This design comes from an exercise in tuning for small area, a short achievable clock period and few clock cycles per item on the open sky130 flow, not from production work. Only simulation tests tie the RTL to the original design; equivalence was not proved.

===== config.mk =====
export PLATFORM = sky130hd
export DESIGN_NAME = mx_dot_acc
export DESIGN_NICKNAME = mx_dot_acc
export VERILOG_FILES = /design/flow/design.v
export SDC_FILE = /design/flow/constraint.sdc
export NUM_CORES = 4
export LEC_CHECK = 0
export CAP_MARGIN = 20
export CORE_MARGIN = 2
export CORE_UTILIZATION = 40
export SLEW_MARGIN = 20

===== constraint.sdc =====
create_clock -name core_clock -period 40.0 [get_ports {clk}]
set_input_delay 8.0000 -clock core_clock [delete_from_list [all_inputs] [get_ports {clk}]]
set_output_delay 8.0000 -clock core_clock [all_outputs]
set_load 0.01 [all_outputs]

===== design.v =====
module mx_dot_acc (
    input  wire         clk,
    input  wire         rst,         
    input  wire         in_valid,
    output wire         in_ready,
    input  wire         in_first,    
    input  wire         in_last,     
    input  wire [31:0]  acc_init,    
    input  wire [127:0] w_data,      
    input  wire [7:0]   w_scale,     
    input  wire [255:0] a_data,      
    input  wire [7:0]   a_scale,     
    input  wire [7:0]   skip_t,      
    output reg          out_valid,
    output reg  [31:0]  out_acc
);
    localparam [31:0] QNAN = 32'h7FC0_0000;
    assign in_ready = 1'b1;
    wire accept = in_valid & in_ready;
    function [3:0] e2m1_mag;
        input [2:0] c;
        begin
            if (c[2:1] == 2'b00)
                e2m1_mag = {3'b000, c[0]};
            else
                e2m1_mag = {2'b01, c[0]} << (c[2:1] - 2'd1);
        end
    endfunction
    function [17:0] e4m3_mag;
        input [6:0] c;
        begin
            if (c[6:3] == 4'd0)
                e4m3_mag = {15'd0, c[2:0]};
            else
                e4m3_mag = {14'd0, 1'b1, c[2:0]} << (c[6:3] - 4'd1);
        end
    endfunction
    reg signed [27:0] blk_sum;
    reg               blk_nan;
    integer           i;
    reg  [3:0]        wm;
    reg  [17:0]       am;
    reg  [21:0]       prod;
    always @* begin
        blk_sum = 28'sd0;
        blk_nan = (w_scale == 8'hFF) || (a_scale == 8'hFF);
        for (i = 0; i < 32; i = i + 1) begin
            wm   = e2m1_mag(w_data[4*i +: 3]);
            am   = e4m3_mag(a_data[8*i +: 7]);
            prod = wm * am;
            if (a_data[8*i +: 7] == 7'h7F)
                blk_nan = 1'b1;
            if (w_data[4*i+3] ^ a_data[8*i+7])
                blk_sum = blk_sum - $signed({6'd0, prod});
            else
                blk_sum = blk_sum + $signed({6'd0, prod});
        end
    end
    wire blk_skip = (w_scale != 8'hFF) && (a_scale != 8'hFF) &&
                    ((w_scale < skip_t) || (a_scale < skip_t));
    reg               s1_valid, s1_first, s1_last, s1_skip, s1_nan;
    reg        [31:0] s1_init;
    reg signed [27:0] s1_sum;
    reg        [8:0]  s1_sexp;
    always @(posedge clk) begin
        if (rst) begin
            s1_valid <= 1'b0;
        end else begin
            s1_valid <= accept;
        end
        if (accept) begin
            s1_first <= in_first;
            s1_last  <= in_last;
            s1_init  <= acc_init;
            s1_skip  <= blk_skip;
            s1_nan   <= blk_nan;
            s1_sum   <= blk_sum;
            s1_sexp  <= {1'b0, w_scale} + {1'b0, a_scale};
        end
    end
    reg        [31:0] cv_val;
    reg               cv_neg;
    reg        [26:0] cv_mag;
    reg        [4:0]  cv_p;
    reg        [26:0] cv_norm;
    reg        [24:0] cv_mant;
    reg               cv_inc;
    reg signed [11:0] cv_exp;
    integer           j;
    always @* begin
        cv_neg  = s1_sum[27];
        cv_mag  = cv_neg ? -s1_sum[26:0] : s1_sum[26:0];
        cv_p    = 5'd0;
        for (j = 0; j < 27; j = j + 1)
            if (cv_mag[j])
                cv_p = j[4:0];
        cv_norm = cv_mag << (5'd26 - cv_p);
        cv_inc  = cv_norm[2] & (cv_norm[3] | cv_norm[1] | cv_norm[0]);
        cv_mant = {1'b0, cv_norm[26:3]} + {24'd0, cv_inc};
        cv_exp  = $signed({7'd0, cv_p}) + $signed({3'd0, s1_sexp}) - 12'sd137
                  + $signed({11'd0, cv_mant[24]});
        if (s1_nan)
            cv_val = QNAN;
        else if (cv_mag == 27'd0)
            cv_val = 32'h0000_0000;
        else if (cv_exp >= 12'sd255)
            cv_val = {cv_neg, 8'hFF, 23'd0};
        else if (cv_exp <= 12'sd0)
            cv_val = {cv_neg, 31'd0};
        else if (cv_mant[24])
            cv_val = {cv_neg, cv_exp[7:0], 23'd0};
        else
            cv_val = {cv_neg, cv_exp[7:0], cv_mant[22:0]};
    end
    reg        s2_valid, s2_first, s2_last, s2_skip;
    reg [31:0] s2_init, s2_val;
    always @(posedge clk) begin
        if (rst) begin
            s2_valid <= 1'b0;
        end else begin
            s2_valid <= s1_valid;
        end
        if (s1_valid) begin
            s2_first <= s1_first;
            s2_last  <= s1_last;
            s2_skip  <= s1_skip;
            s2_init  <= s1_init;
            s2_val   <= cv_val;
        end
    end
    reg [31:0] acc;
    wire [31:0] init_c = (s2_init[30:23] == 8'h00) ? {s2_init[31], 31'd0} :
                         (s2_init[30:23] == 8'hFF && s2_init[22:0] != 23'd0) ? QNAN :
                         s2_init;
    wire [31:0] base = s2_first ? init_c : acc;
    reg [31:0] ad_res;
    reg [31:0] ad_x, ad_y;           
    reg        ad_sub;
    reg [7:0]  ad_d;
    reg [27:0] ad_mx, ad_my, ad_sum;
    reg [26:0] ad_shout;
    reg [4:0]  ad_lz;
    reg [26:0] ad_norm;
    reg [24:0] ad_mant;
    reg        ad_inc;
    reg signed [10:0] ad_exp;
    integer    k;
    always @* begin
        ad_x = base;
        ad_y = s2_val;
        ad_sub = 1'b0; ad_d = 8'd0; ad_mx = 28'd0; ad_my = 28'd0; ad_sum = 28'd0;
        ad_shout = 27'd0; ad_lz = 5'd0; ad_norm = 27'd0; ad_mant = 25'd0;
        ad_inc = 1'b0; ad_exp = 11'sd0;
        if ((base[30:23] == 8'hFF && base[22:0] != 23'd0) ||
            (s2_val[30:23] == 8'hFF && s2_val[22:0] != 23'd0)) begin
            ad_res = QNAN;
        end else if (base[30:23] == 8'hFF && s2_val[30:23] == 8'hFF) begin
            ad_res = (base[31] == s2_val[31]) ? base : QNAN;
        end else if (base[30:23] == 8'hFF) begin
            ad_res = base;
        end else if (s2_val[30:23] == 8'hFF) begin
            ad_res = s2_val;
        end else if (base[30:0] == 31'd0 && s2_val[30:0] == 31'd0) begin
            ad_res = {base[31] & s2_val[31], 31'd0};
        end else if (base[30:0] == 31'd0) begin
            ad_res = s2_val;
        end else if (s2_val[30:0] == 31'd0) begin
            ad_res = base;
        end else begin
            if (s2_val[30:0] > base[30:0]) begin
                ad_x = s2_val;
                ad_y = base;
            end
            ad_sub = ad_x[31] ^ ad_y[31];
            ad_d   = ad_x[30:23] - ad_y[30:23];
            ad_mx  = {1'b0, 1'b1, ad_x[22:0], 3'b000};
            if (ad_d >= 8'd27) begin
                ad_my = 28'd1;   
            end else begin
                {ad_my, ad_shout} = {1'b0, 1'b1, ad_y[22:0], 3'b000, 27'd0} >> ad_d;
                ad_my[0] = ad_my[0] | (|ad_shout);
            end
            ad_sum = ad_sub ? ad_mx - ad_my : ad_mx + ad_my;
            if (ad_sum == 28'd0) begin
                ad_res = 32'h0000_0000;
            end else begin
                ad_exp = $signed({3'd0, ad_x[30:23]});
                if (ad_sum[27]) begin
                    ad_norm = ad_sum[27:1] | {26'd0, ad_sum[0]};
                    ad_exp  = ad_exp + 11'sd1;
                end else begin
                    ad_lz = 5'd0;
                    for (k = 0; k < 27; k = k + 1)
                        if (ad_sum[k])
                            ad_lz = 5'd26 - k[4:0];
                    ad_norm = ad_sum[26:0] << ad_lz;
                    ad_exp  = ad_exp - $signed({6'd0, ad_lz});
                end
                ad_inc  = ad_norm[2] & (ad_norm[3] | ad_norm[1] | ad_norm[0]);
                ad_mant = {1'b0, ad_norm[26:3]} + {24'd0, ad_inc};
                ad_exp  = ad_exp + $signed({10'd0, ad_mant[24]});
                if (ad_exp >= 11'sd255)
                    ad_res = {ad_x[31], 8'hFF, 23'd0};
                else if (ad_exp <= 11'sd0)
                    ad_res = {ad_x[31], 31'd0};
                else if (ad_mant[24])
                    ad_res = {ad_x[31], ad_exp[7:0], 23'd0};
                else
                    ad_res = {ad_x[31], ad_exp[7:0], ad_mant[22:0]};
            end
        end
    end
    wire [31:0] acc_next = s2_skip ? base : ad_res;
    always @(posedge clk) begin
        if (rst) begin
            out_valid <= 1'b0;
        end else begin
            out_valid <= s2_valid & s2_last;
        end
        if (s2_valid) begin
            acc     <= acc_next;
            out_acc <= acc_next;
        end
    end
endmodule

===== run.sh =====
#!/bin/bash
# synth_recipe.tcl (not shown) runs the flow's synth.tcl, then flattens the netlist and writes it again
# the make line also repeats each setting of config.mk as NAME=value (left out here)
make -C /OpenROAD-flow-scripts/flow DESIGN_CONFIG=/design/flow/config.mk WORK_HOME=/design/flow/orfs CLKGATE_MAP_FILE= SYNTH_SCRIPT=/design/flow/synth_recipe.tcl finish

==> impl_results.md <==
- Status: no timing/DRC/antenna violations
- Main synth FF type: edfxtp_1
- Reg2Reg Depth: 65
- I/O pin count: 479
- Top-area cell type share of the netlist area: 16.6%
- Worst-path fanout max: 8
- Peak Freq: 26.5 MHz
- Met3 wire length: 21200 um
- Nets: 24526
- RePlAce Congestion: 0.968
- First-pass GRT wire length: 720000 um
- DIE AREA: 373000 um^2
- Wire length on met1: 212000 um
- Initial antenna violation count: 74
- Max Cap Viol: 0
- H-Tree Depth: 4
- Worst setup SP type: primary input
- Post-Syn Area: 147000 um^2
- FF+latch count, synth: 175
- Placement Rows: 222
- Vias in the first global route: 132712
- Most frequent cells in the layout: nand2_1, inv_1, nor2_1, ha_1, o21ai_0
- Cell mode on critical path: ha_1
- Synth Warn #: 1
- Root Buffer: clkbuf_16
- Area Growth Syn to Fin: 7.72%
- DP Wirelength: 391000 um
- Cell at the slowest stage of the critical path: or4_1
- Fin util: 43.3%
- Most common cell after layout, fill and taps aside: nand2_1
- DRC Markers: 0
- Uppermost layer routed: met5
- Max Slew Vio Count: 0
- Tmin final: 37780 ps
- Layout cells sized above 1: 2.94%
- Core area: 366000 um^2
- Total Routing Usage GR: 23.6%
- Avg Inst Size Synth: 7.02 um^2
- Final number of hold-violating endpoints: 0
- Crit end category: flop
- Fill cell count: 37893
- Starting DRT DRC Count: 10200
- Remaining Overflow, GRT: 0
- Yosys cell types: 129
- Reg2Reg Setup Slack: 19510 ps
- Worst EP arrival: 38000 ps
- Largest net degree at the start of global routing: 82
- Syn nets: 24416
- FF-to-FF End: out_acc[17]$_DFFE_PP_
- Hold path depth: 0
- Antenna Nets Post-Route: 0
- Asr flop ratio synth: 0%
- Initial Utilization: 40.2%
- Reg2reg start: s2_init[3]$_DFFE_PP_
- Crit Path Class: primary input to flop
- Clock slew at reported path FFs: 100 ps
- Synth top area cells: ha_1, fa_1, nand2_1
- Hold Path End: s2_init[2]$_DFFE_PP_
- Die span in y: 611 um
- Via-to-Cell Ratio: 5.43
- Worst-Skew Late Latency: 490 ps
- Final setup TNS: 0 ps
- HP Class: flop to flop
- Post-Route WL: 452000 um
- Vias: 140939
- Post-CTS Hold Buffers: 0
- Worst slew margin: 20.5%
- Top Family by Delay on Critical Path: adder cells
- Share of the yosys chip area belonging to registers: 3.55%
- Slew @ Worst Pin: 1160 ps
- Layout Skew: 34.2 ps
- Cell taking the most area after synthesis: ha_1
- Wire length per cell: 17.4 um
- CTS tree: yes
- DRT Pass-1 Iters: 8
- Max clock buf depth: 2
- Count of flip-flops with a built-in enable after synthesis: 172
- Clock sink count: 175
- Hold_sp: s1_init[2]$_DFFE_PP_
- Input/output buffers: 477
- TritonCTS Buffers: 17
- RSZ-0062 raised after global routing: no
- # setup viols final: 0
- Fin Hold WS: 405 ps
- CP max stage delay: 530 ps
- Met2 Wirelength: 203000 um
- Required @ worst endpoint: 40230 ps
- Worst path bufs/invs: 5
- Die width: 611 um
- Mapped Cells: 20954
- Period utilization: 94.4%
Yosys cell counts (72+ instances only):
library cell  number
nor3b_1           88
a211oi_1          82
o22ai_1          163
edfxtp_1         172
nand3_1          327
a21boi_0         482
ha_1            1958
nand2_1         3083
and3_1           164
nor2b_1          333
o21ai_0         1301
fa_1            1059
mux2i_1          161
a31oi_1           76
nand2b_1         201
o31ai_1          191
nor2_1          2142
o21a_1            72
a21oi_1         1079
mux2_2            95
o21bai_1         201
a21o_1           225
and2_1           428
nand4_1           94
nand3b_1          73
or3_1            299
clkbuf_1         424
xnor2_1         1065
inv_1           2581
nor4_1            87
xor2_1           755
nor3_1           551
per-stage QoR:
stage	instance area [um^2]	std cells	setup WS, ps
after floorplan	147000	20954	5350
after global placement	157000	25857	1190
after detailed placement	157000	25860	695
after CTS	158000	25892	1100
after global routing	158000	25961	1.93
final	159000	25972	2220
cells by family after synthesis:
kind of cell	Yosys count	synth area share (%)
and+or+nand+nor	8097	25.2
AOI/OAI and AO/OA	4399	18.7
buffers and inverters	3129	8.08
adders and majority gates	3042	31.2
xor gates and xnor gates	1826	10.9
muxes	285	2.26
DFF	175	3.55
other	1	0.00255
registers in the layout, summed over array words and instances, names as in the netlist:
name       flops
s2_valid       1
s1_sum        28
s2_val        32
s1_sexp        9
s2_last        1
out_acc       32
s1_init       32
s1_first       1
s2_init       32
s1_valid       1
s2_skip        1
s1_last        1
s1_nan         1
s2_first       1
out_valid      1
s1_skip        1
worst max-delay path by stage:
stage,startpoint,end,slack (ps),cells after the start
after floorplan,a_data[11],s1_sum[27]$_DFFE_PP_,5350,139
after global placement,a_data[11],s1_sum[27]$_DFFE_PP_,1190,141
after detailed placement,a_data[11],s1_sum[27]$_DFFE_PP_,700,138
after CTS,a_data[11],s1_sum[27]$_DFFE_PP_,1100,138
after global routing,a_data[4],s1_sum[27]$_DFFE_PP_,2,139
final,a_data[12],s1_sum[27]$_DFFE_PP_,2220,135
per-layer routing:
metal  up-vias  global-route usage [%]
li1      70860                       -
met1     66254                    32.8
met2      3282                    38.5
met3       517                    1.65
met4        26                    8.03
met5         -                       0
area by class of cell:
class | instances | area, um^2 | share of cell area (%)
Antenna cell | 79 | 198 | 0.125
Clock inverter | 15 | 218 | 0.137
Clock buffer | 17 | 425 | 0.268
Sequential cell | 175 | 5230 | 3.30
Timing Repair Buffer | 633 | 5970 | 3.76
Inverter | 2587 | 9710 | 6.13
Multi-Input combinational cell | 17650 | 131000 | 82.5
Tap cell | 4816 | 6030 | 3.80
repair_timing:
| item | 4_1_cts | 5_1_grt |
|---|---|---|
| gates resized for setup | 0 | 140 |
| buffers inserted | 0 | 1 |
| endpoints found under the setup margin | 0 | 8 |
Testbench counts, summed over its fixed seeds: cycles 27,192, blocks 27,168.

port drivers added, routing unchanged:
No port has a modelled driver above. Below, the same layout with a new extraction and two added sets of constraints.
Step 1 sets driving cells, clkbuf_16 on the clock port and buf_2 on the other inputs (assumed; they add their load-dependent delay and slew).
Step 2 adds t to the input delays and takes it off the output delays; t is the mean of the earliest and latest rising clock arrival at the registers after step 1. Input paths then give back, and output paths get back, about the clock's delay inside the block.
Three values: no drivers, after step 1, after step 2; two values: the first two.
t, ns: 0.521
slack for setup (ns): 2.223 / 2.248 / 1.727
worst hold slack (ns): 0.405 / 0.405 / 0.405
clock arrival spread, ns: 0.034 / 0.034
After both steps this run still meets setup and hold. For this run, drivers alone change the setup slack by +0.025 ns; drivers and shift together by -0.496 ns.
